Source: an optimization exercise on an open RTL-to-GDS flow (aim: small area and few clock cycles). Production flows keep margins and buffers that such runs may drop. In this exercise RTL edits were held to simulation tests only and were not proved equivalent to the original. No activity file was given, so power comes from the tool's default toggle rates.

// tdc_calc
module tdc_calc (
    input  wire        clk,
    input  wire        rst,           
    input  wire        cmd_valid,
    output wire        cmd_ready,
    input  wire [1:0]  cmd_op,        
    input  wire [23:0] cmd_s1,        
    input  wire [23:0] cmd_s2,        
    input  wire [31:0] cmd_r,         
    input  wire [20:0] cmd_k_start,   
    input  wire [20:0] cmd_k_stop,    
    output reg         cal_done,
    output reg         cal_pass,
    output wire [31:0] gain,
    output wire [15:0] offset,
    output wire [31:0] m1,
    output wire [31:0] m2,
    output reg         res_done,
    output wire [47:0] value,
    output wire [31:0] vmin,
    output wire [31:0] vmax,
    output wire        order_rev,
    output wire        below_res,
    output wire [15:0] shots,
    output wire [15:0] rev
);
==> flow/config.mk <==
export PLATFORM = sky130hd
export DESIGN_NAME = tdc_calc
export DESIGN_NICKNAME = tdc_calc
export VERILOG_FILES = /design/flow/design.v
export SDC_FILE = /design/flow/constraint.sdc
export NUM_CORES = 4
export LEC_CHECK = 0
export CAP_MARGIN = 20
export CELL_PAD_IN_SITES_DETAIL_PLACEMENT = 2
export CELL_PAD_IN_SITES_GLOBAL_PLACEMENT = 2
export CORE_MARGIN = 2
export CORE_UTILIZATION = 30
export CTS_BUF_LIST = sky130_fd_sc_hd__clkbuf_8
export CTS_CLUSTER_DIAMETER = 60
export CTS_CLUSTER_SIZE = 15
export SLEW_MARGIN = 20
export SYNTH_HIERARCHICAL = 1
export SYNTH_MINIMUM_KEEP_SIZE = 0
==> flow/constraint.sdc <==
create_clock -name core_clock -period 30.0 [get_ports {clk}]
set_input_delay 6.0000 -clock core_clock [delete_from_list [all_inputs] [get_ports {clk}]]
set_output_delay 6.0000 -clock core_clock [all_outputs]
set_load 0.01 [all_outputs]
run.sh (not shown) runs the stock make flow with config.mk's settings and CLKGATE_MAP_FILE= SYNTH_SCRIPT=/design/flow/synth_recipe.tcl, a recipe that flattens the netlist after the stock synthesis.
Testbench counts at the start, summed over its fixed seeds: cycles 30,203.
Then changed:
--- a/flow/design.v
+++ b/flow/design.v
@@ -63,36 +63,41 @@
     parameter W = 8
 ) (
     input  wire [W-1:0] a,
     input  wire [W-1:0] b,
     output wire         ge
 );
     wire [W:0] c;
     assign c[0] = 1'b1;
     tdc_cmp u_cmp [W-1:0] (.a(a), .b(b), .c(c[W-1:0]), .co(c[W:1]));
     assign ge = c[W];
 endmodule
+module tdc_mx (
+    input  wire s,
+    input  wire a,
+    input  wire b,
+    output wire y
+);
+    assign y = s ? a : b;
+endmodule
 module tdc_dstep (
-    input  wire [16:0] r_in,
+    input  wire [15:0] r_in,
     input  wire        qb,
-    input  wire [15:0] d,
-    output wire [16:0] r_out,
-    output wire        q
+    input  wire [15:0] dn,
+    output wire [15:0] r_out,
+    output wire        fit
 );
-    wire        sub = !r_in[16];
-    wire [17:0] sm;
-    wire        co;
-    tdc_add #(.W(18)) u_add (.a({r_in, qb}), .b({{2{sub}}, d ^ {16{sub}}}), .ci(sub),
-                             .s(sm), .co(co));
-    assign r_out = sm[16:0];
-    assign q     = !sm[16];
+    wire [16:0] sh = {r_in, qb};
+    wire [16:0] df;
+    tdc_add #(.W(17)) u_sub (.a(sh), .b({1'b1, dn}), .ci(1'b1), .s(df), .co(fit));
+    tdc_mx u_mx [15:0] (.s(fit), .a(df[15:0]), .b(sh[15:0]), .y(r_out));
 endmodule
 module tdc_mul (
     input  wire [26:0] d,
     input  wire [28:0] d3,
     input  wire [31:0] rn,                 
     input  wire [8:0]  on,                 
     input  wire        ob,
     input  wire [20:0] kpn,                
     input  wire [20:0] ks,
     input  wire [21:0] rc,
     output wire [62:0] w
@@ -1325,32 +1330,33 @@
     tdc_add #(.W(25)) u_dm (.a({cmd_s2[23], cmd_s2}), .b(~{cmd_s1[23], cmd_s1}), .ci(1'b1),
                             .s(dm), .co(dm_co));
     wire s1_ok = cmd_s1[23:16] == 8'd0 &&
                  (cmd_s1[15:11] == 5'b01111 || cmd_s1[15:11] == 5'b10000 || cmd_s1[15:0] == 16'h8800);
     wire dm_ok = dm[24:16] == 9'd0 &&
                  (dm[15:10] == 6'b011111 || dm[15:10] == 6'b100000 || dm[15:0] == 16'h8400);
     wire cal_ok = s1_ok && dm_ok;
     wire [11:0] m1_new;
     wire [12:0] m2_new;
     tdc_inc #(.W(12)) u_m1 (.a(cmd_s1[15:4]), .ci(cmd_s1[3]), .s(m1_new));
     tdc_inc #(.W(13)) u_m2 (.a(cmd_s2[16:4]), .ci(cmd_s2[3]), .s(m2_new));
-    wire [16:0] dr [0:K];
+    wire [15:0] cnt_n = ~cnt;
+    wire [15:0] dr [0:K];
     wire [32:0] dq [0:K];
-    assign dr[0] = acc[49:33];
+    assign dr[0] = acc[48:33];
     assign dq[0] = acc[32:0];
     genvar gi;
     generate
         for (gi = 0; gi < K; gi = gi + 1) begin : g_div
-            wire qbit;
-            tdc_dstep u_step (.r_in(dr[gi]), .qb(dq[gi][32]), .d(cnt), .r_out(dr[gi+1]), .q(qbit));
-            assign dq[gi+1] = {dq[gi][31:0], qbit};
+            wire fit;
+            tdc_dstep u_step (.r_in(dr[gi]), .qb(dq[gi][32]), .dn(cnt_n), .r_out(dr[gi+1]), .fit(fit));
+            assign dq[gi+1] = {dq[gi][31:0], fit};
         end
     endgenerate
     wire [31:0] mag = acc[32:1];
     wire [32:0] sval;
     tdc_inc #(.W(33)) u_neg (.a({1'b0, mag} ^ {33{sgn}}), .ci(sgn), .s(sval));
     assign value     = {{15{sval[32]}}, sval};
     assign order_rev = sval[32];
     assign below_res = mag[31:5] == 27'd0;
     assign vmin  = tmin;
     assign vmax  = tmax;
     assign shots = cnt;
@@ -1387,23 +1393,23 @@
                         nrev  <= cmd_s1[15:0];
                         acc   <= {8'd0, 16'd16384, 16'd0, dm[15:0], 1'b0};
                         step  <= 4'd0;
                         state <= S_CDIV;
                     end else begin
                         cal_done <= 1'b1;
                     end
                 end
                 if (is_end) state <= S_EPREP;
             end
             S_CDIV: begin
-                acc[49:0] <= {dr[K], dq[K]};
+                acc[48:0] <= {dr[K], dq[K]};
                 step      <= step + 4'd1;
                 if (step == ND - 1) begin
                     dlt   <= dq[K][28:2];             
                     state <= S_M3;
                 end
             end
             S_M3: begin
                 dlt3  <= W[29:1];
                 state <= S_OFS;
             end
             S_OFS: begin
@@ -1417,23 +1423,23 @@
                 else     acc <= {8'd0, add_s[43:7], 12'd0};
                 sgn  <= aneg;
                 step <= 4'd0;
                 if (cnt == 16'd0) begin
                     res_done <= 1'b1;
                     state    <= S_IDLE;
                 end else begin
                     state    <= S_EDIV;
                 end
             end
             S_EDIV: begin
-                acc[49:0] <= {dr[K], dq[K]};
+                acc[48:0] <= {dr[K], dq[K]};
                 step      <= step + 4'd1;
                 if (step == (big ? ND - 1 : NS - 1)) begin
                     res_done <= 1'b1;
                     state    <= S_IDLE;
                 end
             end
             default: state <= S_IDLE;
         endcase
         if (rst) begin
             state    <= S_IDLE;
             shot_v   <= 1'b0;
Outcome: Total power falls by 29%; worst setup slack degrades by 140 ps; clock power rises by 16%; register-to-register slack degrades by 140 ps; cell count is about the same; synthesized cell count barely changes.
Testbench counts after the change, summed over its fixed seeds: cycles 30,203.

-- separate check: timing with driven ports --
The flow's constraints put no driver on any port. The routed layouts listed below were extracted and timed again, unchanged, in two steps.
Step 1 sets driving cells, clkbuf_16 on the clock port and buf_2 on the other inputs (assumed; they add their load-dependent delay and slew).
Step 2, shift: input delay + t, output delay - t, t = (earliest + latest rising clock arrival at the registers) / 2. This alone moves slack from input paths to output paths.
a / b / c = no drivers / after step 1 / after step 2; a / b = the first two.
run | t (ns) | slack for setup (ns) | worst setup path after step 2 | worst slew at a driven data input, ns
the first run | 0.685 | 4.116 / 4.116 / 4.116 | register to register | 0.08
the second run | 0.752 | 3.976 / 3.976 / 3.976 | register to register | 0.08
After both steps setup and hold are still met in every run listed.
